Source: an optimization exercise on an open RTL-to-GDS flow (aim: small area, a short achievable clock period and few clock cycles per item). Production flows keep margins and buffers that such runs may drop.
Only simulation tests tie the RTL to the original design; equivalence was not proved.
Power figures rest on the tool's default switching activity, not on a simulated workload.

## flow/design.v

```verilog
module rs72_dec (
    input             clk,
    input             rst,
    input             in_valid,
    output            in_ready,
    input      [63:0] in_data,
    output            out_valid,
    output     [63:0] out_data,
    output            out_last,
    output            out_corrected,
    output            out_uncorrectable,
    output     [1:0]  out_nerr
);
    localparam integer L = 14;
    function automatic [7:0] gf_xt(input [7:0] a);
        gf_xt = {a[6:0], 1'b0} ^ (a[7] ? 8'h1D : 8'h00);
    endfunction
    function automatic [7:0] gf_mulc(input [7:0] a, input integer e);
        integer i;
        reg [7:0] x;
        begin
            x = a;
            for (i = 0; i < e; i = i + 1) x = gf_xt(x);
            gf_mulc = x;
        end
    endfunction
    localparam [63:0]   TCOLS  = 64'h1648c13221402b01;
    localparam [63:0]   TICOLS = 64'h2504095744994e01;
    localparam [63:0]   QCOLS  = 64'h0094a67814080a06;
    localparam [63:0]   SQCOLS = 64'hc832491f0c030401;
    localparam [7:0]    TRMASK = 8'h80;
    localparam [3:0]    LAM    = 4'hf;
    localparam [63:0]   INV16  = 64'h834a5c2f67bde910;
    localparam [255:0]  MEM    = 256'h0e08880100e2002640048e320020071954a58812e00401b740071e4a05480436;
    localparam [63:0]   A8COLS = 64'hd5fbec76e378a452;
    localparam [63:0]   LANE   = 64'h31af8875048a3084;
    function automatic [3:0] m4(input [3:0] p, input [3:0] q);
        integer i;
        reg [3:0] r, x;
        begin
            r = 4'd0;
            x = p;
            for (i = 0; i < 4; i = i + 1) begin
                if (q[i]) r = r ^ x;
                x = {x[2:0], 1'b0} ^ (x[3] ? 4'h3 : 4'h0);
            end
            m4 = r;
        end
    endfunction
    function automatic [7:0] cmul(input [7:0] a, input [7:0] b);
        reg [3:0] hh, ll, mm;
        begin
            hh = m4(a[7:4], b[7:4]);
            ll = m4(a[3:0], b[3:0]);
            mm = m4(a[7:4] ^ a[3:0], b[7:4] ^ b[3:0]);
            cmul = {mm ^ ll, ll ^ m4(hh, LAM)};
        end
    endfunction
    function automatic [7:0] clin(input [7:0] a, input [63:0] cols);
        integer i;
        reg [7:0] r;
        begin
            r = 8'd0;
            for (i = 0; i < 8; i = i + 1)
                if (a[i]) r = r ^ cols[8*i +: 8];
            clin = r;
        end
    endfunction
    function automatic [7:0] csq(input [7:0] a);
        csq = clin(a, SQCOLS);
    endfunction
    function automatic [7:0] cinv(input [7:0] a);
        reg [3:0] d, di;
        begin
            d  = m4(a[3:0], a[3:0]) ^ m4(a[3:0], a[7:4]) ^ m4(m4(a[7:4], a[7:4]), LAM);
            di = INV16[4*d +: 4];
            cinv = {m4(a[7:4], di), m4(a[7:4] ^ a[3:0], di)};
        end
    endfunction
    integer i, j, k;
    reg [63:0]  ring [0:L-1];
    reg [L-1:0] live;       
    reg [3:0]   sid;        
    reg [3:0]   start0;     
    reg [3:0]   start1;     
    reg         in_rdy;     
    reg         wsel;       
    reg         cond;       
    reg [3:0]   inb;        
    reg         inpar;      
    reg [3:0]   ph;         
    reg         fire;       
    reg [2:0]   ob;         
    reg         hp;         
    reg         rdy;        
    reg         fresh;      
    reg         sfirst;     
    reg         ev0, ev1, ev2, ev3, ev4;
    wire accept = in_valid & wsel & cond;
    assign in_ready = in_rdy;
    wire [3:0] sid_n  = (sid == L - 1) ? 4'd0 : sid + 4'd1;
    wire [2:0] ob_n   = fire ? ob + 3'd1 : ob;
    wire       hp_n   = (fire && ob == 3'd7) ? ~hp : hp;
    wire       rdy_n  = ev4 | (rdy & ~(fire && ob == 3'd7));
    wire       fire_n = live[L-2] & ((ob_n != 3'd0) | ((sid_n == (hp_n ? start1 : start0)) & rdy_n));
    wire       free_n = ~live[L-2] | fire_n;
    wire       cond_n = accept | inb == 4'd0 | inb == 4'd8 | ph == 4'd0;
    always @(posedge clk) begin
        for (i = 1; i < L; i = i + 1) ring[i] <= ring[i-1];
        ring[0] <= wsel ? in_data : ring[L-1];
        sfirst  <= (inb == 4'd0);
        if (accept && inb == 4'd0) begin
            if (inpar) start1 <= sid;
            else       start0 <= sid;
        end
        if (rst) begin
            live   <= {L{1'b0}};
            sid    <= 4'd0;
            in_rdy <= 1'b1;
            wsel   <= 1'b1;
            cond   <= 1'b1;
            inb    <= 4'd0;
            inpar  <= 1'b0;
            ph     <= 4'd0;
            fire   <= 1'b0;
            ob     <= 3'd0;
            hp     <= 1'b0;
            rdy    <= 1'b0;
            fresh  <= 1'b0;
            ev0    <= 1'b0;
            ev1    <= 1'b0;
            ev2    <= 1'b0;
            ev3    <= 1'b0;
            ev4    <= 1'b0;
        end else begin
            for (i = 1; i < L; i = i + 1) live[i] <= live[i-1];
            live[0] <= (accept && inb != 4'd8) | (live[L-1] & ~fire);
            sid     <= sid_n;
            in_rdy  <= free_n & cond_n;
            wsel    <= free_n;
            cond    <= cond_n;
            if (accept) begin
                inb <= (inb == 4'd8) ? 4'd0 : inb + 4'd1;
                if (inb == 4'd8) inpar <= ~inpar;
            end
            ph    <= (accept && inb != 4'd8) ? 4'd1 : (ph == L - 1) ? 4'd0 : ph + 4'd1;
            fire  <= fire_n;
            ob    <= ob_n;
            hp    <= hp_n;
            rdy   <= rdy_n;
            fresh <= accept;
            ev0   <= accept && inb == 4'd8;
            ev1   <= ev0;
            ev2   <= ev1;
            ev3   <= ev2;
            ev4   <= ev3;
        end
    end
    reg  [63:0] synv;         
    wire [63:0] sb = ring[0];
    wire [63:0] sf = sfirst ? 64'd0 : synv;
    wire [63:0] sn;
    wire st0 = sb[4] ^ sb[38];
    wire st1 = sb[12] ^ sb[23];
    wire st2 = sb[14] ^ sb[35];
    wire st3 = sb[7] ^ sb[28];
    wire st4 = sb[0] ^ sb[10];
    wire st5 = sb[8] ^ sb[22];
    wire st6 = sb[20] ^ sb[44];
    wire st7 = sb[19] ^ sb[46];
    wire st8 = sb[1] ^ sb[55];
    wire st9 = sb[5] ^ sb[15];
    wire st10 = sb[13] ^ sb[34];
    wire st11 = sb[24] ^ st0;
    wire st12 = sb[21] ^ sb[45];
    wire st13 = sb[18] ^ sb[54];
    wire st14 = sb[3] ^ sb[37];
    wire st15 = sb[2] ^ sb[36];
    wire st16 = sb[9] ^ sb[33];
    wire st17 = sb[30] ^ sb[53];
    wire st18 = sb[11] ^ sb[29];
    wire st19 = sb[32] ^ sb[43];
    wire st20 = sb[31] ^ sb[39];
    wire st21 = sb[42] ^ sb[47];
    wire st22 = sb[6] ^ sb[27];
    wire st23 = sb[26] ^ sb[52];
    wire st24 = sb[25] ^ sb[41];
    wire st25 = sb[40] ^ st6;
    wire st26 = sb[16] ^ st3;
    wire st27 = st5 ^ st7;
    wire st28 = sb[17] ^ sb[29];
    wire st29 = st2 ^ st17;
    wire st30 = sb[51] ^ st1;
    wire st31 = st4 ^ st10;
    wire st32 = st11 ^ st13;
    wire st33 = sb[20] ^ sb[47];
    wire st34 = st9 ^ st15;
    wire st35 = sb[3] ^ sb[24];
    wire st36 = sb[25] ^ st14;
    wire st37 = sb[11] ^ st8;
    wire st38 = sb[32] ^ st23;
    wire st39 = sb[12] ^ sb[52];
    wire st40 = sb[16] ^ sb[61];
    wire st41 = sb[18] ^ st12;
    wire st42 = sb[49] ^ sb[55];
    wire st43 = sb[33] ^ st4;
    wire st44 = sb[1] ^ sb[48];
    wire st45 = sb[37] ^ sb[53];
    wire st46 = sb[38] ^ st21;
    wire st47 = sb[17] ^ sb[45];
    wire st48 = sb[39] ^ sb[40];
    wire st49 = sb[46] ^ st24;
    wire st50 = sb[35] ^ sb[54];
    wire st51 = sb[36] ^ st25;
    wire st52 = sb[10] ^ st8;
    wire st53 = sb[19] ^ sb[30];
    wire st54 = sb[6] ^ sb[23];
    wire st55 = sb[31] ^ st19;
    wire st56 = sb[35] ^ st20;
    wire st57 = sb[21] ^ sf[10];
    wire st58 = sf[61] ^ sf[62];
    wire st59 = st19 ^ st20;
    wire st60 = sb[8] ^ sb[56];
    wire st61 = sb[63] ^ st22;
    wire st62 = sb[10] ^ st16;
    wire st63 = sb[51] ^ st18;
    wire st64 = st7 ^ st52;
    wire st65 = st27 ^ st29;
    wire st66 = sb[4] ^ sb[13];
    wire st67 = sb[14] ^ sf[12];
    wire st68 = st16 ^ st25;
    wire st69 = st1 ^ st10;
    wire st70 = sb[2] ^ sb[59];
    wire st71 = sf[42] ^ sf[43];
    wire st72 = sb[50] ^ sf[57];
    wire st73 = sb[50] ^ st31;
    wire st74 = sf[40] ^ sf[44];
    wire st75 = sf[8] ^ st64;
    wire st76 = sf[32] ^ sf[35];
    wire st77 = sb[5] ^ st38;
    wire st78 = sb[9] ^ st3;
    wire st79 = sb[14] ^ st32;
    wire st80 = sb[7] ^ st2;
    wire st81 = sb[19] ^ sb[43];
    wire st82 = sb[7] ^ st51;
    wire st83 = st13 ^ st28;
    wire st84 = sb[34] ^ st17;
    wire st85 = sb[6] ^ st44;
    wire st86 = sb[26] ^ sb[54];
    wire st87 = sb[8] ^ sb[18];
    wire st88 = sb[5] ^ sb[28];
    wire st89 = sb[25] ^ st35;
    wire st90 = sf[22] ^ sf[23];
    wire st91 = sb[14] ^ sb[62];
    wire st92 = sb[17] ^ sb[31];
    wire st93 = sb[12] ^ st34;
    wire st94 = sf[34] ^ st22;
    wire st95 = sb[15] ^ sb[55];
    wire st96 = st0 ^ st33;
    wire st97 = sb[44] ^ st43;
    wire st98 = sf[60] ^ st72;
    wire st99 = sf[9] ^ st18;
    wire st100 = sf[13] ^ st67;
    wire st101 = sb[47] ^ sb[53];
    wire st102 = sb[9] ^ st26;
    wire st103 = st26 ^ st76;
    wire st104 = sb[41] ^ sb[55];
    wire st105 = sb[16] ^ st1;
    wire st106 = sb[23] ^ st61;
    wire st107 = sb[27] ^ sb[59];
    wire st108 = sb[33] ^ st21;
    wire st109 = sb[39] ^ sb[57];
    wire st110 = sf[20] ^ sf[21];
    wire st111 = sf[41] ^ sf[46];
    wire st112 = sb[22] ^ sf[11];
    wire st113 = st12 ^ st15;
    wire st114 = sb[30] ^ st57;
    wire st115 = sb[26] ^ st110;
    wire st116 = st4 ^ st6;
    wire st117 = sf[56] ^ st58;
    wire st118 = sf[36] ^ sf[39];
    wire st119 = sb[27] ^ st5;
    wire st120 = sb[0] ^ sb[24];
    wire st121 = sb[9] ^ st9;
    wire st122 = sb[28] ^ st47;
    wire st123 = sb[15] ^ sb[52];
    wire st124 = sf[38] ^ st103;
    wire st125 = st11 ^ st71;
    wire st126 = sb[42] ^ st48;
    wire st127 = sb[46] ^ st30;
    wire st128 = sf[37] ^ st94;
    wire st129 = sb[21] ^ sb[58];
    wire st130 = st36 ^ st55;
    wire st131 = st41 ^ st84;
    wire st132 = sb[39] ^ st14;
    wire st133 = sb[4] ^ sb[60];
    wire st134 = sf[33] ^ st118;
    wire st135 = sb[47] ^ st49;
    wire st136 = sb[32] ^ sb[50];
    wire st137 = st2 ^ st63;
    wire st138 = sf[58] ^ sf[63];
    wire st139 = sb[13] ^ sb[37];
    wire st140 = sf[17] ^ st90;
    wire st141 = sb[24] ^ st132;
    wire st142 = sb[42] ^ sb[44];
    wire st143 = sf[59] ^ st62;
    wire st144 = sb[26] ^ st21;
    wire st145 = sb[26] ^ st29;
    wire st146 = sb[38] ^ st16;
    wire st147 = st9 ^ st100;
    wire st148 = st2 ^ st9;
    wire st149 = sb[8] ^ sb[20];
    wire st150 = sb[2] ^ sb[41];
    wire st151 = st14 ^ st92;
    wire st152 = sb[31] ^ sb[34];
    wire st153 = sb[11] ^ st24;
    wire st154 = sf[24] ^ st15;
    wire st155 = sb[57] ^ st121;
    wire st156 = st18 ^ st51;
    wire st157 = sb[40] ^ st42;
    wire st158 = sb[47] ^ st68;
    wire st159 = st111 ^ st125;
    wire st160 = st12 ^ st53;
    wire st161 = sf[47] ^ st74;
    wire st162 = sb[6] ^ sb[58];
    wire st163 = sf[16] ^ st119;
    wire st164 = st32 ^ st136;
    wire st165 = sb[5] ^ st5;
    wire st166 = sb[31] ^ st112;
    wire st167 = sb[54] ^ st28;
    wire st168 = sb[20] ^ st8;
    wire st169 = st46 ^ st88;
    wire st170 = sb[62] ^ st93;
    wire st171 = sb[25] ^ sb[43];
    wire st172 = st19 ^ st40;
    wire st173 = sb[2] ^ sf[15];
    wire st174 = st44 ^ st45;
    wire st175 = sb[11] ^ sb[51];
    wire st176 = sb[46] ^ sf[19];
    wire st177 = sb[63] ^ st95;
    wire st178 = sb[36] ^ sf[24];
    wire st179 = st59 ^ st83;
    wire st180 = sb[15] ^ st117;
    wire st181 = sb[51] ^ st54;
    wire st182 = sb[55] ^ st89;
    wire st183 = sb[21] ^ st42;
    wire st184 = sb[42] ^ st29;
    wire st185 = sb[17] ^ sb[49];
    wire st186 = sb[26] ^ sb[42];
    wire st187 = sb[28] ^ st123;
    wire st188 = sf[50] ^ st37;
    wire st189 = st12 ^ st80;
    wire st190 = st22 ^ st129;
    wire st191 = sf[58] ^ st131;
    wire st192 = sb[34] ^ st79;
    wire st193 = sb[49] ^ st14;
    wire st194 = st39 ^ st133;
    wire st195 = sf[61] ^ st138;
    wire st196 = sf[46] ^ st23;
    wire st197 = sb[44] ^ st122;
    wire st198 = sb[6] ^ sb[38];
    wire st199 = st75 ^ st147;
    wire st200 = sf[30] ^ st37;
    wire st201 = st49 ^ st126;
    wire st202 = st30 ^ st34;
    wire st203 = st69 ^ st70;
    wire st204 = sf[14] ^ st3;
    wire st205 = sb[1] ^ st41;
    wire st206 = sb[22] ^ st21;
    wire st207 = sf[59] ^ sf[62];
    wire st208 = sb[34] ^ sb[50];
    wire st209 = sb[16] ^ sb[30];
    wire st210 = st15 ^ st85;
    wire st211 = st99 ^ st173;
    wire st212 = sb[45] ^ sb[60];
    wire st213 = st60 ^ st78;
    wire st214 = st3 ^ st127;
    wire st215 = sb[29] ^ st2;
    wire st216 = st13 ^ st104;
    wire st217 = sb[44] ^ st20;
    wire st218 = sf[18] ^ st192;
    wire st219 = st16 ^ st24;
    wire st220 = sf[45] ^ st86;
    wire st221 = sb[19] ^ st82;
    wire st222 = sb[1] ^ st65;
    wire st223 = st50 ^ st105;
    wire st224 = st27 ^ st188;
    wire st225 = st27 ^ st207;
    wire st226 = st30 ^ st102;
    wire st227 = st50 ^ st54;
    wire st228 = sb[11] ^ st65;
    wire st229 = st77 ^ st134;
    wire st230 = sb[10] ^ sb[58];
    wire st231 = sb[4] ^ sb[51];
    wire st232 = sf[26] ^ st178;
    wire st233 = sf[49] ^ st113;
    wire st234 = st35 ^ st179;
    wire st235 = sf[52] ^ st73;
    wire st236 = sb[43] ^ sb[49];
    assign sn[0] = sb[16] ^ sb[32] ^ sb[40] ^ sb[48] ^ sf[0] ^ st60 ^ st120;
    assign sn[1] = sb[1] ^ sb[57] ^ sf[1] ^ st185 ^ st219;
    assign sn[2] = sb[2] ^ sb[18] ^ sf[2] ^ st186 ^ st208 ^ st230;
    assign sn[3] = sb[3] ^ sb[35] ^ sf[3] ^ st81 ^ st107 ^ st175;
    assign sn[4] = sb[28] ^ sb[36] ^ sf[4] ^ st6 ^ st194;
    assign sn[5] = sb[5] ^ sb[13] ^ sb[29] ^ sb[61] ^ sf[5] ^ st12 ^ st45;
    assign sn[6] = sb[22] ^ sb[30] ^ sb[46] ^ sb[54] ^ sf[6] ^ st91 ^ st198;
    assign sn[7] = sb[7] ^ sb[23] ^ sb[47] ^ sf[7] ^ st20 ^ st177;
    assign sn[8] = sb[37] ^ sb[56] ^ st54 ^ st199 ^ st204;
    assign sn[9] = sb[7] ^ sb[15] ^ sb[48] ^ sb[57] ^ sf[13] ^ sf[14] ^ st33 ^ st198 ^ st211;
    assign sn[10] = sb[28] ^ sf[15] ^ st1 ^ st48 ^ st114 ^ st162 ^ st193 ^ st199;
    assign sn[11] = sb[23] ^ sb[41] ^ st67 ^ st70 ^ st75 ^ st88 ^ st96 ^ st99 ^ st136 ^ st139 ^ st166;
    assign sn[12] = sb[2] ^ sb[12] ^ sb[20] ^ sb[33] ^ sb[60] ^ sf[9] ^ st46 ^ st63 ^ st75 ^ st114 ^ st141 ^ st204;
    assign sn[13] = sb[3] ^ st10 ^ st20 ^ st39 ^ st40 ^ st96 ^ st112 ^ st114 ^ st171 ^ st211;
    assign sn[14] = sb[3] ^ sb[17] ^ sb[62] ^ sf[11] ^ sf[12] ^ st1 ^ st57 ^ st66 ^ st145 ^ st165 ^ st217;
    assign sn[15] = sb[0] ^ sb[36] ^ sb[45] ^ st13 ^ st66 ^ st100 ^ st106 ^ st121 ^ st166;
    assign sn[16] = sb[29] ^ sb[39] ^ sf[21] ^ sf[23] ^ st53 ^ st116 ^ st213 ^ st218;
    assign sn[17] = sb[25] ^ sf[19] ^ sf[22] ^ st4 ^ st18 ^ st56 ^ st155 ^ st160 ^ st168;
    assign sn[18] = sb[12] ^ sf[16] ^ st18 ^ st27 ^ st102 ^ st115 ^ st129 ^ st210 ^ st217 ^ st218;
    assign sn[19] = sb[47] ^ sf[18] ^ sf[19] ^ st32 ^ st36 ^ st42 ^ st140 ^ st148 ^ st163 ^ st197 ^ st203;
    assign sn[20] = sf[17] ^ st9 ^ st73 ^ st82 ^ st115 ^ st176 ^ st182 ^ st209 ^ st212 ^ st227;
    assign sn[21] = sb[36] ^ sb[37] ^ sf[18] ^ sf[22] ^ st22 ^ st37 ^ st40 ^ st92 ^ st115 ^ st135 ^ st189 ^ st231;
    assign sn[22] = sb[17] ^ sb[18] ^ sb[37] ^ sf[21] ^ st26 ^ st38 ^ st46 ^ st90 ^ st163 ^ st170 ^ st176;
    assign sn[23] = sb[13] ^ sb[28] ^ sf[20] ^ st28 ^ st81 ^ st87 ^ st101 ^ st106 ^ st132 ^ st140 ^ st146;
    assign sn[24] = sb[15] ^ sb[56] ^ sf[25] ^ st36 ^ st66 ^ st120 ^ st144 ^ st154 ^ st228;
    assign sn[25] = sb[1] ^ sb[14] ^ sb[27] ^ sf[25] ^ st86 ^ st96 ^ st105 ^ st130 ^ st155 ^ st232;
    assign sn[26] = sb[16] ^ sb[17] ^ sb[39] ^ sf[27] ^ st97 ^ st169 ^ st182 ^ st190 ^ st228 ^ st232;
    assign sn[27] = sb[45] ^ sf[24] ^ sf[27] ^ sf[28] ^ st7 ^ st78 ^ st85 ^ st149 ^ st184 ^ st203 ^ st234;
    assign sn[28] = sb[7] ^ sb[22] ^ sb[60] ^ sf[28] ^ sf[29] ^ st13 ^ st16 ^ st18 ^ st45 ^ st55 ^ st116 ^ st183 ^ st186;
    assign sn[29] = sb[38] ^ sb[54] ^ sf[29] ^ st1 ^ st97 ^ st119 ^ st160 ^ st172 ^ st200 ^ st208;
    assign sn[30] = sb[2] ^ sb[22] ^ sb[62] ^ sf[31] ^ st10 ^ st56 ^ st68 ^ st120 ^ st122 ^ st127 ^ st200;
    assign sn[31] = sb[10] ^ sb[52] ^ sb[63] ^ sf[31] ^ st35 ^ st69 ^ st135 ^ st154 ^ st205 ^ st215;
    assign sn[32] = sf[32] ^ st0 ^ st7 ^ st12 ^ st28 ^ st60 ^ st68 ^ st152 ^ st229;
    assign sn[33] = sb[35] ^ sb[41] ^ sb[46] ^ sf[33] ^ st33 ^ st62 ^ st109 ^ st128 ^ st131 ^ st165;
    assign sn[34] = sf[34] ^ st5 ^ st11 ^ st47 ^ st108 ^ st124 ^ st156 ^ st227 ^ st229 ^ st230;
    assign sn[35] = sb[0] ^ sb[37] ^ sb[55] ^ sb[59] ^ st1 ^ st11 ^ st17 ^ st23 ^ st59 ^ st76 ^ st87 ^ st128 ^ st153 ^ st221;
    assign sn[36] = sb[0] ^ sb[27] ^ sf[39] ^ st10 ^ st124 ^ st167 ^ st174 ^ st194 ^ st201;
    assign sn[37] = sb[13] ^ st8 ^ st40 ^ st83 ^ st134 ^ st145 ^ st150 ^ st169 ^ st236;
    assign sn[38] = sb[50] ^ st15 ^ st53 ^ st91 ^ st95 ^ st128 ^ st142 ^ st234;
    assign sn[39] = sb[33] ^ sb[45] ^ st6 ^ st53 ^ st87 ^ st124 ^ st130 ^ st177 ^ st231;
    assign sn[40] = sb[23] ^ sb[27] ^ sb[56] ^ sf[45] ^ sf[46] ^ sf[47] ^ st0 ^ st26 ^ st52 ^ st71 ^ st137 ^ st142 ^ st171;
    assign sn[41] = sf[43] ^ st18 ^ st19 ^ st93 ^ st109 ^ st161 ^ st196 ^ st197 ^ st209;
    assign sn[42] = sb[13] ^ sb[18] ^ sb[40] ^ sf[44] ^ st37 ^ st43 ^ st47 ^ st130 ^ st159 ^ st162 ^ st184 ^ st214;
    assign sn[43] = sb[28] ^ st7 ^ st31 ^ st56 ^ st74 ^ st107 ^ st108 ^ st196 ^ st202 ^ st216;
    assign sn[44] = sb[52] ^ sb[60] ^ st31 ^ st36 ^ st101 ^ st159 ^ st181 ^ st221;
    assign sn[45] = sb[54] ^ sb[61] ^ st48 ^ st77 ^ st125 ^ st149 ^ st153 ^ st161 ^ st174 ^ st189;
    assign sn[46] = sb[53] ^ sf[41] ^ sf[43] ^ st5 ^ st22 ^ st74 ^ st146 ^ st170 ^ st183 ^ st201 ^ st220;
    assign sn[47] = sb[43] ^ sf[42] ^ sf[44] ^ st73 ^ st78 ^ st104 ^ st106 ^ st111 ^ st141 ^ st206 ^ st220;
    assign sn[48] = sb[0] ^ sb[56] ^ st14 ^ st24 ^ st126 ^ st148 ^ st164 ^ st224;
    assign sn[49] = sb[6] ^ sf[48] ^ sf[51] ^ st11 ^ st81 ^ st109 ^ st144 ^ st168 ^ st202 ^ st219;
    assign sn[50] = sb[15] ^ sf[48] ^ sf[49] ^ st19 ^ st23 ^ st25 ^ st32 ^ st80 ^ st150 ^ st190 ^ st224 ^ st235;
    assign sn[51] = sf[51] ^ sf[53] ^ st45 ^ st107 ^ st158 ^ st164 ^ st214 ^ st233;
    assign sn[52] = sf[54] ^ st108 ^ st133 ^ st137 ^ st187 ^ st205 ^ st235;
    assign sn[53] = sb[0] ^ sb[34] ^ sf[53] ^ sf[55] ^ st34 ^ st39 ^ st63 ^ st172 ^ st222;
    assign sn[54] = sb[13] ^ sb[62] ^ sf[48] ^ sf[54] ^ st17 ^ st123 ^ st151 ^ st158 ^ st210 ^ st223;
    assign sn[55] = sb[7] ^ sb[41] ^ sb[53] ^ sb[63] ^ sf[55] ^ st31 ^ st79 ^ st151 ^ st157 ^ st233;
    assign sn[56] = sb[32] ^ sf[56] ^ sf[60] ^ st8 ^ st50 ^ st69 ^ st101 ^ st156 ^ st185 ^ st195 ^ st213;
    assign sn[57] = sb[12] ^ sb[30] ^ sb[40] ^ sb[57] ^ st58 ^ st72 ^ st113 ^ st139 ^ st143 ^ st215 ^ st216;
    assign sn[58] = sb[31] ^ sb[32] ^ sb[41] ^ sb[58] ^ st46 ^ st116 ^ st167 ^ st180 ^ st193 ^ st222 ^ st226;
    assign sn[59] = sb[42] ^ st11 ^ st26 ^ st39 ^ st56 ^ st70 ^ st97 ^ st98 ^ st180 ^ st191 ^ st236;
    assign sn[60] = sb[5] ^ sf[56] ^ st33 ^ st59 ^ st89 ^ st98 ^ st157 ^ st212 ^ st225 ^ st226;
    assign sn[61] = sb[8] ^ sb[21] ^ sb[61] ^ st6 ^ st28 ^ st38 ^ st62 ^ st66 ^ st98 ^ st135 ^ st181 ^ st195;
    assign sn[62] = sb[7] ^ sb[27] ^ st77 ^ st91 ^ st117 ^ st143 ^ st175 ^ st191 ^ st206;
    assign sn[63] = sb[11] ^ sb[43] ^ sb[48] ^ sb[53] ^ sf[57] ^ sf[60] ^ sf[63] ^ st43 ^ st61 ^ st152 ^ st187 ^ st223 ^ st225;
    always @(posedge clk)
        if (fresh) synv <= sn;
    reg [7:0] s [0:7];
    reg [7:0] det, s1n, s2n, den, num, iden, inum;
    reg       c_dz, c_zero;
    reg [7:0] h_s [0:7];      
    reg [7:0] p_den, p_num, p_s2n;
    reg       p_dz, p_zero;
    reg [7:0] k_sg1, k_sg2;   
    reg [7:0] q_isg1;
    reg       q_dz, q_zero;
    reg [7:0] r_t, r_u;
    reg       r_dz, r_zero, r_ok123;
    reg [7:0] ma [0:6];
    reg [7:0] mb [0:6];
    reg [7:0] mp [0:6];
    reg [7:0] y;
    always @* begin
        for (j = 0; j < 8; j = j + 1) s[j] = clin(synv[8*j +: 8], TCOLS);
        iden = cinv(p_den);
        inum = cinv(p_num);
        y    = clin(r_t, QCOLS);
        for (i = 0; i < 7; i = i + 1) begin
            ma[i] = 8'd0;
            mb[i] = 8'd0;
        end
        if (ev1) begin
            ma[3] = s[0]; mb[3] = s[2];
            ma[4] = s[1]; mb[4] = s[2];
            ma[5] = s[0]; mb[5] = s[3];
            ma[0] = s[1]; mb[0] = s[3];
        end
        if (ev2) begin
            ma[0] = p_num; mb[0] = iden;
            ma[1] = p_s2n; mb[1] = iden;
            ma[2] = p_den; mb[2] = inum;
        end
        if (ev3) begin
            ma[0] = k_sg2;  mb[0] = csq(q_isg1);
            ma[1] = h_s[1]; mb[1] = q_isg1;
            ma[3] = k_sg1;  mb[3] = h_s[3];
            ma[4] = k_sg1;  mb[4] = h_s[4];
            ma[5] = q_dz ? k_sg1 : k_sg2; mb[5] = h_s[2];
            ma[6] = k_sg2;  mb[6] = h_s[3];
        end
        if (ev4) begin
            ma[0] = k_sg1;  mb[0] = y;
            ma[2] = h_s[0]; mb[2] = y;
            ma[3] = k_sg1;  mb[3] = h_s[5];
            ma[4] = k_sg1;  mb[4] = h_s[6];
            ma[5] = k_sg2;  mb[5] = h_s[4];
            ma[6] = k_sg2;  mb[6] = h_s[5];
        end
        for (i = 0; i < 7; i = i + 1) mp[i] = cmul(ma[i], mb[i]);
        det  = mp[3] ^ csq(s[1]);
        s1n  = mp[4] ^ mp[5];
        s2n  = mp[0] ^ csq(s[2]);
        c_dz = (det == 8'd0);
        den  = c_dz ? s[0] : det;
        num  = c_dz ? s[1] : s1n;
        c_zero = 1'b1;
        for (j = 0; j < 8; j = j + 1)
            if (synv[8*j +: 8] != 8'd0) c_zero = 1'b0;
    end
    always @(posedge clk) begin
        if (ev1)
            for (j = 0; j < 8; j = j + 1) h_s[j] <= s[j];
        p_den  <= den;
        p_num  <= num;
        p_s2n  <= s2n;
        p_dz   <= c_dz;
        p_zero <= c_zero;
        if (ev2) begin
            k_sg1 <= mp[0];
            k_sg2 <= p_dz ? 8'd0 : mp[1];
        end
        q_isg1 <= mp[2];
        q_dz   <= p_dz;
        q_zero <= p_zero;
        r_t    <= mp[0];
        r_u    <= mp[1];
        r_ok123 <= ((h_s[4] ^ mp[3] ^ (q_dz ? 8'd0 : mp[5])) == 8'd0) &&
                   (!q_dz || (h_s[3] ^ mp[5]) == 8'd0) &&
                   ((h_s[5] ^ mp[4] ^ mp[6]) == 8'd0);
        r_dz   <= q_dz;
        r_zero <= q_zero;
    end
    reg [7:0] x1;
    always @* x1 = r_dz ? k_sg1 : mp[0];
    reg       f_chk, f_dz, f_zero, f_two;
    reg [7:0] f_x1, f_x2, f_s0, f_u, f_s0y;
    always @(posedge clk) begin
        if (fire) begin
            f_x1 <= clin(f_x1, A8COLS);
            f_x2 <= clin(f_x2, A8COLS);
        end
        if (ev4) begin
            f_chk  <= r_ok123 &&
                      ((h_s[6] ^ mp[3] ^ mp[5]) == 8'd0) &&
                      ((h_s[7] ^ mp[4] ^ mp[6]) == 8'd0);
            f_dz   <= r_dz;
            f_zero <= r_zero;
            f_two  <= (k_sg1 != 8'd0) && (k_sg2 != 8'd0) && !(^(r_t & TRMASK));
            f_x1   <= x1;
            f_x2   <= x1 ^ k_sg1;
            f_s0   <= h_s[0];
            f_u    <= r_u;
            f_s0y  <= mp[2];
        end
    end
    reg        l_m1, l_m2;
    always @(posedge clk)
        if (fire && ob == 3'd0) begin
            l_m1 <= MEM[f_x1];
            l_m2 <= MEM[f_x2];
        end
    reg [7:0]  yc1, yc2, f_y1, f_y2;
    reg        m1, m2, ok1, ok2, e_v1, e_v2;
    reg [1:0]  e_nerr;
    reg [63:0] fix;
    always @* begin
        yc2 = f_u ^ f_s0y;
        yc1 = f_dz ? f_s0 : (yc2 ^ f_s0);
        f_y1 = clin(yc1, TICOLS);
        f_y2 = clin(yc2, TICOLS);
        m1  = (ob == 3'd0) ? MEM[f_x1] : l_m1;
        m2  = (ob == 3'd0) ? MEM[f_x2] : l_m2;
        ok1 = f_chk && (f_s0 != 8'd0) && m1;
        ok2 = f_chk && f_two && m1 && m2;
        e_v1 = !f_zero && (f_dz ? ok1 : ok2);
        e_v2 = !f_zero && !f_dz && ok2;
        e_nerr = e_v2 ? 2'd2 : e_v1 ? 2'd1 : 2'd0;
        for (k = 0; k < 8; k = k + 1) begin
            fix[8*k +: 8] = ring[L-1][8*k +: 8];
            if (e_v1 && f_x1 == LANE[8*k +: 8]) fix[8*k +: 8] = fix[8*k +: 8] ^ f_y1;
            if (e_v2 && f_x2 == LANE[8*k +: 8]) fix[8*k +: 8] = fix[8*k +: 8] ^ f_y2;
        end
    end
    reg [63:0] o_data;
    reg        o_valid, o_last, o_corr, o_unc;
    reg [1:0]  o_nerr;
    always @(posedge clk) begin
        o_data <= fix;
        if (fire && ob == 3'd7) begin
            o_nerr <= e_nerr;
            o_unc  <= !f_zero && !e_v1;
            o_corr <= e_v1;
        end
        if (rst) begin
            o_valid <= 1'b0;
            o_last  <= 1'b0;
        end else begin
            o_valid <= fire;
            o_last  <= fire && ob == 3'd7;
        end
    end
    assign out_valid         = o_valid;
    assign out_data          = o_data;
    assign out_last          = o_last;
    assign out_corrected     = o_corr;
    assign out_uncorrectable = o_unc;
    assign out_nerr          = o_nerr;
endmodule
```

## flow/flow/run.sh

```bash
#!/bin/bash
set -euo pipefail
export BUFFER_PORTS_ARGS="-buffer_cell sky130_fd_sc_hd__buf_2"
bash standard.sh finish > flow_standard.log 2>&1
```

## flow/standard.sh

```bash
#!/bin/bash
# synth_recipe.tcl (not shown) runs the flow's synth.tcl, then flattens the netlist and writes it again
# the make line also repeats each setting of config.mk as NAME=value (left out here)
make -C /OpenROAD-flow-scripts/flow DESIGN_CONFIG=/design/flow/config.mk WORK_HOME=/design/flow/orfs CLKGATE_MAP_FILE= SYNTH_SCRIPT=/design/flow/synth_recipe.tcl "${@:-finish}"
```

## flow/config.mk

```make
export PLATFORM = sky130hd
export DESIGN_NAME = rs72_dec
export DESIGN_NICKNAME = rs72_dec
export VERILOG_FILES = /design/flow/design.v
export SDC_FILE = /design/flow/constraint.sdc
export NUM_CORES = 4
export LEC_CHECK = 0
export CAP_MARGIN = 20
export CORE_MARGIN = 2
export CORE_UTILIZATION = 40
export CTS_CLUSTER_DIAMETER = 60
export CTS_CLUSTER_SIZE = 30
export PLACE_DENSITY = 0.6
export SLEW_MARGIN = 20
```

## flow/constraint.sdc

```tcl
create_clock -name core_clock -period 32.0 [get_ports {clk}]
set_input_delay 6.4000 -clock core_clock [delete_from_list [all_inputs] [get_ports {clk}]]
set_output_delay 6.4000 -clock core_clock [all_outputs]
set_load 0.01 [all_outputs]
```

==> results of run 1 <==
synthesized netlist by cell type (51+ instances only):
cell type | count | area (um^2)
mux2_2 | 81 | 912
nor2b_1 | 79 | 494
a21oi_1 | 144 | 721
ha_1 | 51 | 638
nand2_1 | 445 | 1670
o21ai_0 | 132 | 661
a22oi_1 | 53 | 398
nor2_1 | 321 | 1200
clkbuf_1 | 173 | 649
edfxtp_1 | 202 | 6070
inv_1 | 76 | 285
dfxtp_1 | 1060 | 21200
xnor2_1 | 1298 | 11400
xor2_1 | 348 | 3050
stage by stage:
stage / instance area (um^2) / setup slack (ns)
floorplan: 54400 / 24.59
global placement: 57200 / 24.35
detailed placement: 57300 / 24.30
CTS: 60300 / 24.31
global route: 60300 / 24.29
finish: 60300 / 24.35
flip-flops by register name (all words and copies together), names as in the netlist, 8 cells and up:
register,flops
f_s0,8
f_s0y,8
f_u,8
f_x1,8
f_x2,8
h_s,64
k_sg1,8
k_sg2,8
live,14
o_data,64
p_den,8
p_num,8
p_s2n,8
q_isg1,8
r_t,8
r_u,8
ring,896
synv,64
cell type report:
cell class	instances	area (um^2)	share of cell area, %
inverter	82	308	0.511
timing repair buffer	242	1470	2.44
multi-input combinational	3553	25900	43.0
sequential	1262	27300	45.3
antenna	6	15.0	0.0249
tap	1781	2230	3.70
clock inverter	54	975	1.62
clock buffer	84	2050	3.40
power groups by stage:
stage / Clock [uW] / Combinational, uW / Sequential (uW)
2_1_floorplan: 0 / 2050 / 1880
3_3_place_gp: 0 / 2690 / 1970
3_5_place_dp: 0 / 2710 / 1970
4_1_cts: 1190 / 2730 / 1940
5_1_grt: 1250 / 2950 / 1950
6_report: 1170 / 2760 / 1940
cells by family (layout without fill, tap and decap cells):
kind of cell,Yosys count,count (layout),share of synthesized area [%]
adder cells (fa/ha/maj),51,51,1.17
buffers and inverters,304,462,2.17
AND/OR/NAND/NOR,1122,1122,9.39
XOR/XNOR,1675,1675,27.7
AO/OA/AOI/OAI,573,573,6.68
flip-flops,1262,1262,50.2
other,0,6,0
multiplexers,132,132,2.72
cell usage in the layout (no fill, tap or decap), drive strengths merged, types with 18 or more instances in the layout:
| cell type | n |
|---|---|
| buf | 242 |
| mux2 | 83 |
| nand2b | 46 |
| xnor2 | 1303 |
| a211oi | 18 |
| dfxtp | 1060 |
| and3 | 20 |
| nor2 | 323 |
| o22ai | 34 |
| nand3 | 46 |
| ha | 51 |
| inv | 107 |
| nor2b | 81 |
| a21oi | 145 |
| o211ai | 19 |
| clkinv | 26 |
| mux2i | 45 |
| nor4 | 32 |
| nand2 | 445 |
| o21ai | 163 |
| nor3 | 36 |
| edfxtp | 202 |
| xnor3 | 18 |
| a22o | 18 |
| xor2 | 348 |
| and2 | 23 |
| clkbuf | 84 |
| a22oi | 53 |
layer usage:
metal | global-route usage (%) | vias up | wire length (um)
li1 | - | 17000 | -
met1 | 30.1 | 17300 | 69700
met2 | 36.8 | 1318 | 74800
met3 | 3.37 | 336 | 10500
met4 | 9.40 | 4 | 7280
met5 | 0 | - | 24
worst min path at each step:
stage / from / slack (ns) / to / cells after the start
6_report: ring[11][49] / 0.29 / ring[12][49] / 0
5_1_grt: ring[8][9] / 0.30 / ring[9][9] / 0
4_1_cts: ring[11][49] / 0.30 / ring[12][49] / 0
3_5_place_dp: ring[9][40] / 0.31 / ring[10][40] / 0
3_3_place_gp: ring[5][21] / 0.31 / ring[6][21] / 0
2_1_floorplan: p_zero / 0.31 / q_zero / 0
==> impl_metrics.toml, run 1 <==
[outcome]
status = "complete, no violations"

[clock_tree]
clk_pin_slew_ns = 0.10
cts_tree = "done"
clk_path_buf_depth = 3
cts_resized = 0
cts_max_level = 3
root_buffer = "clkbuf_16"
hold_buffers = 0
cts_buffers = 81
postCtsSetupBuffers = 0
clock_latency_ns = 0.76
cts.sinks = 1262

[critical_path]
worst-path-buf-inv = 1
crit_path_max_fanout = 1
path_cells = "buf_2"
cp_top_family = "flip-flops"
cpPeakStageDelay_ns = 0.38
required_ns = 25.60
rr_worst_depth = 21
startpoint_type = "flip-flop"
worst-setup-path-type = "reg -> out"
worst_ep_arrival_time_ns = 1.25
r2r-start = "p_den[3]"
r2r_end = "f_x2[3]"
cp-startpoint = "o_nerr[1]"
cp_num_cells = 1
slowest_stage = "edfxtp_1"
worstSetupEndpoint = "out_nerr[1]"
r2r_slack_ns = 24.74
end_kind = "primary output"

[pwr]
irDropWorstVdd_mv = 0.216
switchingPower_uw = 2400
internal_power_uw = 3470
p_sw_share_pct = 40.9
seq_power_share_pct = 33.0
leakage_uw = 0.0219
p_comb_share_pct = 47.1
cellPowerDensity_mw_per_mm2 = 97.3
power_frac_clock_pct = 19.9
total_power_uw = 5870

[sta]
fin_crit_ns = 7.65
worst_clock_skew_ns = 0.0982
relSlewSlack_pct = 14.5
hold_viol = 0
worst_pin_slew_ns = 1.28
holdWs_ns = 0.292
setup_viol_count_final = 0
slew_violations = 0
fin_crit_sh_pct = 23.9
rsz0062_at_grt = "false"
fin_setup_tns_ns = 0
fmax_ghz = 0.131

[synthesis]
synthesis.area_mm2 = 0.0544
syn_avg_cell_area_um2 = 10.6
ys_types = 95
synthCells = 5119
ys_seq_area_share_pct = 50.2
ys.flop_type = "dfxtp_1"
synth.net_count = 5237
synth_edf_count = 202
ys_warn_count = 7
ys_ff_latch = 1262
async_reset_ff_share_pct = 0

[route]
vias_per_cell = 5.09
drtIter0Drc = 3487
drc_errors = 0
vias = 36000
routedWlPerCell_um = 23.0
drtAntennaViolNets = 0
wl_mm = 162
drt-pass1-iter-count = 6

[floorplanning]
die_y_um = 373
die-area_mm2 = 0.139
std_cell_rows = 135
io_pins = 138
start_util_pct = 40.2
core_mm2 = 0.135
die_x_um = 373

[global_route]
grt_first_pass_wirelength_mm = 232
track_usage_pct = 22.7
overflow = 0
grt_pass1_vias = 33600
grt_max_degree = 64
antenna_found_initial = 22

[place]
gp_congestion = 0.967
dp_hpwl_mm = 123
place_inst = 6920
portBuffers = 137

[layout]
drive_above_1_share_pct = 9.61
nets = 5340
nFillCells = 12700
area_growth_pct = 10.9
final_core_util_pct = 44.6
final_cells = 7064

[job]
drv_cap = 0

[hold_path]
hp-class = "reg -> reg"
Testbench counts, summed over its fixed seeds: cycles 14,512, units 1,600.
==> run 2: changes to the inputs <==
--- a/flow/config.mk
+++ b/flow/config.mk
@@ -7,8 +7,8 @@
 export LEC_CHECK = 0
 export CAP_MARGIN = 20
 export CORE_MARGIN = 2
-export CORE_UTILIZATION = 40
-export CTS_CLUSTER_DIAMETER = 60
-export CTS_CLUSTER_SIZE = 30
-export PLACE_DENSITY = 0.6
+export CORE_UTILIZATION = 55
+export CTS_CLUSTER_DIAMETER = 80
+export CTS_CLUSTER_SIZE = 24
+export PLACE_DENSITY = 0.7
 export SLEW_MARGIN = 20
==> impl_metrics.toml, run 2 <==
[outcome]
status = "complete, no violations"

[sta]
fin_crit_ns = 7.58
fin_ws_ns = 24.42
worst_pin_slew_ns = 1.30
fin_setup_tns_ns = 0
slew_violations = 0
holdWs_ns = 0.312
fmax_ghz = 0.132
hold_viol = 0
relSlewSlack_pct = 12.9
setup_viol_count_final = 0
worst_clock_skew_ns = 0.0611
rsz0062_at_grt = "false"
fin_crit_sh_pct = 23.7

[synthesis]
yosys.area.top_type = "dfxtp_1"
ys_seq_area_share_pct = 50.2
ys.flop_type = "dfxtp_1"
ys_ff_latch = 1262
async_reset_ff_share_pct = 0
synth_area_leaders = "dfxtp_1 39%, xnor2_1 21%, edfxtp_1 11%"
ys_types = 95
synthTopCellsByCount = "1,298 x xnor2_1, 1,060 x dfxtp_1, 445 x nand2_1, 348 x xor2_1, 321 x nor2_1"
synth_most_common_cell = "xnor2_1"
ys_warn_count = 7
synthCells = 5119
syn_avg_cell_area_um2 = 10.6
synth_top_area_share_pct = 39.0
synth_edf_count = 202
synthesis.area_mm2 = 0.0544
synth.net_count = 5237

[floorplanning]
std_cell_rows = 115
die_y_um = 318
io_pins = 138
start_util_pct = 55.4
core_mm2 = 0.0981
die_x_um = 318
die-area_mm2 = 0.101

[clock_tree]
cts_tree = "done"
clk_path_buf_depth = 3
root_buffer = "clkbuf_16"
cts.sinks = 1262
hold_buffers = 0
cts_max_level = 3
cts_resized = 0
clk_pin_slew_ns = 0.10
cts_buffers = 67
clock_latency_ns = 0.68
postCtsSetupBuffers = 0

[place]
portBuffers = 137
gp_congestion = 1.01
dp_hpwl_mm = 121
dpl_cell_area_mm2 = 0.0565
post-place-ws_ns = 24.28

[layout]
final_common_cell = "xnor2_1"
drive_above_1_share_pct = 8.42
final_core_util_pct = 59.7
final_cell_mix = "1,298 x xnor2_1, 1,054 x dfxtp_1, 445 x nand2_1, 348 x xor2_1, 321 x nor2_1"
largest_register_ff_count = 896
design_area_mm2 = 0.0586
nFillCells = 8317
top_register = "ring"
area_growth_pct = 7.72
nets = 5305

[route]
routedWlPerCell_um = 24.5
vias = 35900
wl_mm = 159
drtIter0Drc = 3838
drtAntennaViolNets = 0
vias_per_cell = 5.52
drc_errors = 0
drt-pass1-iter-count = 7

[global_route]
overflow = 0
grt_first_pass_wirelength_mm = 229
grt_pass1_vias = 33900
grt_max_degree = 76
antenna_found_initial = 9
track_usage_pct = 30.7

[job]
drv_cap = 0

[critical_path]
worst_ep_arrival_time_ns = 1.18
slowest_stage = "edfxtp_1"
worst-setup-path-type = "reg -> out"
startpoint_type = "flip-flop"
cp_top_family = "flip-flops"
required_ns = 25.60
cpPeakStageDelay_ns = 0.36
crit_path_max_fanout = 1
r2r_slack_ns = 24.79
end_kind = "primary output"
path_cells = "buf_2"
worst-path-buf-inv = 1

[pwr]
irDropWorstVdd_mv = 0.258
leakage_uw = 0.0214
cellPowerDensity_mw_per_mm2 = 94.7

[hold_path]
hp-class = "reg -> reg"
==> run 2: cell counts after synthesis <==
No cell type changed its count.
==> run 2: kinds of logic after synthesis <==
group           count (synthesis)  share of synthesized area (%)
flops                        1262                           50.2
mux                           132                           2.72
xor+xnor                     1675                           27.7
buf+inv                       304                           2.17
compound gates                573                           6.68
fa+ha+maj                      51                           1.17
simple gates                 1122                           9.39
==> run 2: final cells by class <==
| type | count | area (um^2) | area share [%] |
|---|---|---|---|
| sequential | 1262 | 27300 | 46.6 |
| multi-input combinational | 3553 | 25900 | 44.3 |
| clock buffer | 76 | 1740 | 2.97 |
| tap | 1287 | 1610 | 2.75 |
| timing repair buffer | 221 | 1320 | 2.25 |
| clock inverter | 21 | 364 | 0.622 |
| inverter | 82 | 308 | 0.525 |
| antenna | 4 | 10.0 | 0.0171 |
==> run 2: metal layers <==
metal / global-route usage [%] / vias to the layer above / share of wire [%]
li1: - / 16900 / -
met5: 0 / - / 0
met4: 13.7 / 0 / 4.9
met1: 40.9 / 17200 / 42
met2: 49.4 / 1456 / 46
met3: 5.02 / 374 / 7.5
==> run 2: report_power, final <==
group | internal (uW) | switching [uW]
Combinational | 1130 | 1530
Clock | 424 | 524
Sequential | 1790 | 142
Total | 3350 | 2190
==> run 2: path summary, 6_finish.rpt <==
check,startpoint,endpoint,depth (start not counted)
worst max-delay path,o_nerr[0],out_nerr[0],1
worst min-delay path,ring[2][25],ring[3][25],0
worst max register to register,p_den[2],f_x2[1],21
worst min register to register,ring[2][25],ring[3][25],0
==> run 2: metrics by stage <==
| step | instances | power [uW] |
|---|---|---|
| global placement | 6405 | 4540 |
| detailed placement | 6405 | 4570 |
| global route | 6502 | 5820 |
| CTS | 6502 | 5520 |
| floorplan | 5119 | 3930 |
| finish | 6506 | 5540 |
==> run 3: changes to the inputs <==
--- a/flow/design.v
+++ b/flow/design.v
@@ -473,17 +473,18 @@
     reg [7:0] q_isg1;
     reg       q_dz, q_zero;
     reg [7:0] r_t, r_u;
-    reg       r_dz, r_zero, r_ok123;
-    reg [7:0] ma [0:6];
-    reg [7:0] mb [0:6];
-    reg [7:0] mp [0:6];
+    reg       r_dz, r_zero, r_ok12;
+    reg [7:0] r_e3;           
+    reg [7:0] ma [0:5];
+    reg [7:0] mb [0:5];
+    reg [7:0] mp [0:5];
     reg [7:0] y;
     always @* begin
         for (j = 0; j < 8; j = j + 1) s[j] = clin(synv[8*j +: 8], TCOLS);
         iden = cinv(p_den);
         inum = cinv(p_num);
         y    = clin(r_t, QCOLS);
-        for (i = 0; i < 7; i = i + 1) begin
+        for (i = 0; i < 6; i = i + 1) begin
             ma[i] = 8'd0;
             mb[i] = 8'd0;
         end
@@ -504,7 +505,7 @@
             ma[3] = k_sg1;  mb[3] = h_s[3];
             ma[4] = k_sg1;  mb[4] = h_s[4];
             ma[5] = q_dz ? k_sg1 : k_sg2; mb[5] = h_s[2];
-            ma[6] = k_sg2;  mb[6] = h_s[3];
+            ma[2] = k_sg2;  mb[2] = h_s[3];
         end
         if (ev4) begin
             ma[0] = k_sg1;  mb[0] = y;
@@ -512,9 +513,9 @@
             ma[3] = k_sg1;  mb[3] = h_s[5];
             ma[4] = k_sg1;  mb[4] = h_s[6];
             ma[5] = k_sg2;  mb[5] = h_s[4];
-            ma[6] = k_sg2;  mb[6] = h_s[5];
+            ma[1] = k_sg2;  mb[1] = h_s[5];
         end
-        for (i = 0; i < 7; i = i + 1) mp[i] = cmul(ma[i], mb[i]);
+        for (i = 0; i < 6; i = i + 1) mp[i] = cmul(ma[i], mb[i]);
         det  = mp[3] ^ csq(s[1]);
         s1n  = mp[4] ^ mp[5];
         s2n  = mp[0] ^ csq(s[2]);
@@ -542,15 +543,16 @@
         q_zero <= p_zero;
         r_t    <= mp[0];
         r_u    <= mp[1];
-        r_ok123 <= ((h_s[4] ^ mp[3] ^ (q_dz ? 8'd0 : mp[5])) == 8'd0) &&
-                   (!q_dz || (h_s[3] ^ mp[5]) == 8'd0) &&
-                   ((h_s[5] ^ mp[4] ^ mp[6]) == 8'd0);
+        r_ok12 <= ((h_s[4] ^ mp[3] ^ (q_dz ? 8'd0 : mp[5])) == 8'd0) &&
+                  (!q_dz || (h_s[3] ^ mp[5]) == 8'd0);
+        r_e3   <= h_s[5] ^ mp[4] ^ mp[2];
         r_dz   <= q_dz;
         r_zero <= q_zero;
     end
     reg [7:0] x1;
     always @* x1 = r_dz ? k_sg1 : mp[0];
     reg       f_chk, f_dz, f_zero, f_two;
+    reg [7:0] f_e5;           
     reg [7:0] f_x1, f_x2, f_s0, f_u, f_s0y;
     always @(posedge clk) begin
         if (fire) begin
@@ -558,9 +560,9 @@
             f_x2 <= clin(f_x2, A8COLS);
         end
         if (ev4) begin
-            f_chk  <= r_ok123 &&
-                      ((h_s[6] ^ mp[3] ^ mp[5]) == 8'd0) &&
-                      ((h_s[7] ^ mp[4] ^ mp[6]) == 8'd0);
+            f_chk  <= r_ok12 && (r_e3 == 8'd0) &&
+                      ((h_s[6] ^ mp[3] ^ mp[5]) == 8'd0);
+            f_e5   <= h_s[7] ^ mp[4] ^ mp[1];
             f_dz   <= r_dz;
             f_zero <= r_zero;
             f_two  <= (k_sg1 != 8'd0) && (k_sg2 != 8'd0) && !(^(r_t & TRMASK));
@@ -588,8 +590,8 @@
         f_y2 = clin(yc2, TICOLS);
         m1  = (ob == 3'd0) ? MEM[f_x1] : l_m1;
         m2  = (ob == 3'd0) ? MEM[f_x2] : l_m2;
-        ok1 = f_chk && (f_s0 != 8'd0) && m1;
-        ok2 = f_chk && f_two && m1 && m2;
+        ok1 = f_chk && (f_e5 == 8'd0) && (f_s0 != 8'd0) && m1;
+        ok2 = f_chk && (f_e5 == 8'd0) && f_two && m1 && m2;
         e_v1 = !f_zero && (f_dz ? ok1 : ok2);
         e_v2 = !f_zero && !f_dz && ok2;
         e_nerr = e_v2 ? 2'd2 : e_v1 ? 2'd1 : 2'd0;
@@ -604,11 +606,9 @@
     reg [1:0]  o_nerr;
     always @(posedge clk) begin
         o_data <= fix;
-        if (fire && ob == 3'd7) begin
-            o_nerr <= e_nerr;
-            o_unc  <= !f_zero && !e_v1;
-            o_corr <= e_v1;
-        end
+        o_nerr <= e_nerr;
+        o_unc  <= !f_zero && !e_v1;
+        o_corr <= e_v1;
         if (rst) begin
             o_valid <= 1'b0;
             o_last  <= 1'b0;
==> impl_metrics.toml, run 3 <==
[clock_tree]
cts_tree = "done"
clock_latency_ns = 0.67
postCtsSetupBuffers = 0
root_buffer = "clkbuf_16"
cts_resized = 0
cts_max_level = 3
clk_pin_slew_ns = 0.09
cts_buffers = 68
clk_path_buf_depth = 3
cts.sinks = 1278
hold_buffers = 0

[pwr]
cellPowerDensity_mw_per_mm2 = 96.5
irDropWorstVdd_mv = 0.227
leakage_uw = 0.0214

[critical_path]
cp_num_cells = 1
worst-path-buf-inv = 1
rr_worst_depth = 17
slowest_stage = "dfxtp_1"
required_ns = 25.60
worst_ep_arrival_time_ns = 1.15
crit_path_max_fanout = 1
path_cells = "buf_2"
cpPeakStageDelay_ns = 0.36
end_kind = "primary output"
cp_top_family = "flip-flops"
startpoint_type = "flip-flop"
worst-setup-path-type = "reg -> out"

[layout]
final_core_util_pct = 59.6
nFillCells = 8218
top_register = "ring"
area_growth_pct = 7.90
largest_register_ff_count = 896
design_area_mm2 = 0.0585
final_cell_mix = "1,239 x xnor2_1, 1,066 x dfxtp_1, 454 x nand2_1, 287 x xor2_1, 256 x nor2_1"
nets = 5211
drive_above_1_share_pct = 8.99
final_common_cell = "xnor2_1"
seqCellArea_mm2 = 0.0277
multi_input_area_mm2 = 0.0255

[route]
vias = 36000
drc_errors = 0
drtIter0Drc = 3981
drt-pass1-iter-count = 5
vias_per_cell = 5.61
drtAntennaViolNets = 0
wl_mm = 156
routedWlPerCell_um = 24.3

[synthesis]
ys_types = 108
ys_ff_latch = 1278
yosys.area.top_type = "dfxtp_1"
async_reset_ff_share_pct = 0
synth_edf_count = 206
synth_most_common_cell = "xnor2_1"
ys_seq_area_share_pct = 51.0
synth_area_leaders = "dfxtp_1 40%, xnor2_1 20%, edfxtp_1 11%"
synthTopCellsByCount = "1,247 x xnor2_1, 1,072 x dfxtp_1, 454 x nand2_1, 289 x xor2_1, 256 x nor2_1"
ys.flop_type = "dfxtp_1"
synth_top_area_share_pct = 39.6
synthCells = 5029
synth.net_count = 5144
syn_avg_cell_area_um2 = 10.8
ys_warn_count = 7
synthesis.area_mm2 = 0.0542

[place]
dp_hpwl_mm = 116
dpl_cell_area_mm2 = 0.0564
portBuffers = 137
post-place-ws_ns = 24.30
gp_congestion = 0.996

[sta]
fin_crit_sh_pct = 23.6
holdWs_ns = 0.319
fin_setup_tns_ns = 0
fin_ws_ns = 24.45
setup_viol_count_final = 0
rsz0062_at_grt = "false"
worst_clock_skew_ns = 0.0526
fin_crit_ns = 7.55
hold_viol = 0
fmax_ghz = 0.132
worst_pin_slew_ns = 1.17
relSlewSlack_pct = 21.6
slew_violations = 0

[global_route]
grt_max_degree = 71
grt_first_pass_wirelength_mm = 225
track_usage_pct = 30.0
overflow = 0
antenna_found_initial = 9
grt_pass1_vias = 33700

[floorplanning]
die_y_um = 318
std_cell_rows = 115
core_mm2 = 0.0981
die_x_um = 318
die-area_mm2 = 0.101
start_util_pct = 55.3
io_pins = 138

[job]
drv_cap = 0

[outcome]
status = "complete, no violations"

[hold_path]
hp-class = "reg -> reg"
hold_depth = 0
run 3: final timing paths:
check | slack [ns] | start | to
setup / recovery | 24.45 | o_data[15] | out_data[15]
hold / removal | 0.32 | ring[3][20] | ring[4][20]
setup reg to reg | 24.69 | p_num[4] | f_s0y[5]
hold reg to reg | 0.32 | ring[3][20] | ring[4][20]
run 3: area by class of cell:
cell class | instances | share of cell area, %
antenna | 1 | 0.00428
clock buffer | 82 | 3.01
clock inverter | 18 | 0.641
inverter | 86 | 0.552
multi-input combinational | 3450 | 43.6
sequential | 1278 | 47.3
tap | 1287 | 2.75
timing repair buffer | 212 | 2.13
run 3: routing by layer:
layer	up-vias	GRT usage, %	routed length (um)
met3	405	4.57	11600
met2	1546	47.9	70200
met4	2	15.2	9130
met5	-	0	13
li1	16700	-	-
met1	17300	39.8	64800
run 3: logic make-up (layout without fill, tap and decap cells):
kind of cell	Yosys count	after routing	share of synthesized area (%)
xor gates and xnor gates	1576	1576	26.4
DFF	1278	1278	51.0
and+or+nand+nor	1112	1112	9.50
AOI/OAI and AO/OA	585	585	7.11
buffers and inverters	301	398	2.20
muxes	128	128	2.71
adders and majority gates	49	49	1.13
other	0	1	0
run 3: report_power, final:
group / leakage (uW) / internal (uW) / switching, uW
Sequential: 0.0109 / 1820 / 143
Clock: 0.00102 / 422 / 534
Combinational: 0.00946 / 1120 / 1610
run 3: through the flow:
stage	power, uW	instances
2_1_floorplan	4020	5029
3_3_place_gp	4630	6313
3_5_place_dp	4670	6313
4_1_cts	5630	6413
5_1_grt	5920	6413
6_report	5650	6414
Testbench counts of run 3, summed over its fixed seeds: cycles 14,512, units 1,600.
==> run 4: changes to the inputs <==
--- a/flow/config.mk
+++ b/flow/config.mk
@@ -7,8 +7,8 @@
 export LEC_CHECK = 0
 export CAP_MARGIN = 20
 export CORE_MARGIN = 2
-export CORE_UTILIZATION = 55
+export CORE_UTILIZATION = 65
 export CTS_CLUSTER_DIAMETER = 80
 export CTS_CLUSTER_SIZE = 24
-export PLACE_DENSITY = 0.7
+export PLACE_DENSITY = 0.8
 export SLEW_MARGIN = 20
==> impl_metrics.toml, run 4 <==
[critical_path]
required_ns = 25.60
slowest_stage = "dfxtp_1"
worst-setup-path-type = "reg -> out"
path_cells = "buf_2"
cp_top_family = "flip-flops"
startpoint_type = "flip-flop"
end_kind = "primary output"
r2r_slack_ns = 24.61
worst-path-buf-inv = 1
cpPeakStageDelay_ns = 0.41
worst_ep_arrival_time_ns = 1.25
rr_worst_depth = 21
r2r-start = "p_den[3]"
r2r_end = "f_x2[1]"
crit_path_max_fanout = 1

[layout]
design_area_mm2 = 0.0582
drive_above_1_share_pct = 8.73
nFillCells = 6004
final_cell_mix = "1,241 x xnor2_1, 1,066 x dfxtp_1, 454 x nand2_1, 289 x xor2_1, 256 x nor2_1"
top_register = "ring"
area_growth_pct = 7.24
nets = 5208
largest_register_ff_count = 896
final_common_cell = "xnor2_1"

[floorplanning]
core_mm2 = 0.0824
io_pins = 138
std_cell_rows = 105
start_util_pct = 65.8
die-area_mm2 = 0.0858
die_x_um = 293
die_y_um = 293

[synthesis]
ys_ff_latch = 1278
yosys.area.top_type = "dfxtp_1"
ys_types = 108
synthCells = 5029
synth_top_area_share_pct = 39.6
ys_seq_area_share_pct = 51.0
synth_area_leaders = "dfxtp_1 40%, xnor2_1 20%, edfxtp_1 11%"
synthTopCellsByCount = "1,247 x xnor2_1, 1,072 x dfxtp_1, 454 x nand2_1, 289 x xor2_1, 256 x nor2_1"
synthesis.area_mm2 = 0.0542
ys_warn_count = 7
syn_avg_cell_area_um2 = 10.8
synth_edf_count = 206
ys.flop_type = "dfxtp_1"
async_reset_ff_share_pct = 0
synth.net_count = 5144
synth_most_common_cell = "xnor2_1"

[outcome]
status = "complete, no violations"

[clock_tree]
clk_pin_slew_ns = 0.10
root_buffer = "clkbuf_16"
hold_buffers = 0
cts_buffers = 68
clock_latency_ns = 0.67
cts_resized = 0
cts_max_level = 3
cts_tree = "done"
clk_path_buf_depth = 3
postCtsSetupBuffers = 0
cts.sinks = 1278

[place]
portBuffers = 137
dp_hpwl_mm = 118
gp_congestion = 1.05
dpl_cell_area_mm2 = 0.0560
post-place-ws_ns = 24.34

[sta]
fin_crit_ns = 7.65
fin_crit_sh_pct = 23.9
fin_setup_tns_ns = 0
hold_viol = 0
worst_clock_skew_ns = 0.0484
slew_violations = 0
fmax_ghz = 0.131
setup_viol_count_final = 0
fin_ws_ns = 24.35
worst_pin_slew_ns = 1.28
rsz0062_at_grt = "false"
relSlewSlack_pct = 14.2

[hold_path]
min_from = "ring[10][61]"
hp-class = "reg -> reg"
hold_end = "ring[11][61]"
hold_depth = 0

[pwr]
leakage_uw = 0.0214
cellPowerDensity_mw_per_mm2 = 96.2
irDropWorstVdd_mv = 0.249

[global_route]
track_usage_pct = 36.8
grt_first_pass_wirelength_mm = 231
grt_pass1_vias = 34900
overflow = 0
grt_max_degree = 70
antenna_found_initial = 8

[route]
drc_errors = 0
drtAntennaViolNets = 0
drtIter0Drc = 4086
vias_per_cell = 5.91
wl_mm = 160
routedWlPerCell_um = 25.9
vias = 36600
drt-pass1-iter-count = 9

[job]
drv_cap = 0
run 4: cell counts after synthesis:
No cell type changed its count.
run 4: logic make-up after synthesis:
kind of cell	synth area share (%)
and+or+nand+nor	9.50
buffers and inverters	2.20
xor gates and xnor gates	26.4
muxes	2.71
DFF	51.0
adders and majority gates	1.13
AOI/OAI and AO/OA	7.11
run 4: how the worst max path moves through the flow:
stage / slack (ns) / endpoint / start / depth (start not counted)
after floorplan: 24.58 / in_rdy / in_valid / 4
after global placement: 24.36 / start0[0] / in_valid / 3
final: 24.35 / out_data[51] / o_data[51] / 1
after global routing: 24.34 / out_data[51] / o_data[51] / 1
after detailed placement: 24.34 / start0[0] / in_valid / 3
after CTS: 24.33 / out_data[51] / o_data[51] / 1
run 4: final cells by class:
class,count,area [um^2],area share [%]
sequential,1278,27700,47.6
multi-input combinational,3450,25500,43.8
clock buffer,83,1800,3.10
tap,1070,1340,2.30
timing repair buffer,209,1230,2.11
clock inverter,16,338,0.581
inverter,86,323,0.555
antenna,3,7.51,0.0129
run 4: metrics by stage:
| stage | power (uW) | std cells | utilization (%) | hold WS, ns |
|---|---|---|---|---|
| after floorplan | 4020 | 5029 | - | 0.310 |
| after global placement | 4540 | 6093 | 68.0 | 0.310 |
| after detailed placement | 4590 | 6093 | 68.0 | 0.312 |
| after CTS | 5540 | 6192 | 70.6 | 0.302 |
| after global routing | 5830 | 6192 | 70.6 | 0.310 |
| final | 5600 | 6195 | 70.6 | 0.305 |
run 4: where the power goes:
part           internal, uW  switching [uW]  leakage (uW)
clock                   421             536       0.00102
sequential             1820             149        0.0109
combinational          1120            1560       0.00942
total                  3350            2240        0.0214
run 4: per-layer routing:
layer / global-route usage, % / wire length (um)
met4: 21.5 / 11200
met3: 7.23 / 14900
met2: 59.0 / 73100
met5: 0 / 47
met1: 46.4 / 60900

-- re-timing with driven ports --
No port has a modelled driver above. Below, the same layouts with a new extraction and two added sets of constraints.
Step 1: set_driving_cell puts a clkbuf_16 on clk and a buf_2 on each other input, an assumption about the parent block.
Step 2 also shifts input and output timing later by t, the mid clock arrival at the registers, as if the neighbouring blocks saw the same clock.
Three values: ideal ports, drivers, drivers and shift; two values: the first two.
| run | t (ns) | setup slack, ns | worst setup path after step 2 |
|---|---|---|---|
| run 1 | 0.783 | 24.354 / 24.280 / 24.304 | input to register |
| run 2 | 0.724 | 24.424 / 24.353 / 24.309 | input to register |
| run 3 | 0.719 | 24.447 / 24.376 / 24.309 | input to register |
| run 4 | 0.722 | 24.346 / 24.274 / 24.350 | input to register |
After both steps every run listed still meets setup and hold. For run 3, which loses most, drivers alone change the setup slack by -0.071 ns; drivers and shift together by -0.138 ns.
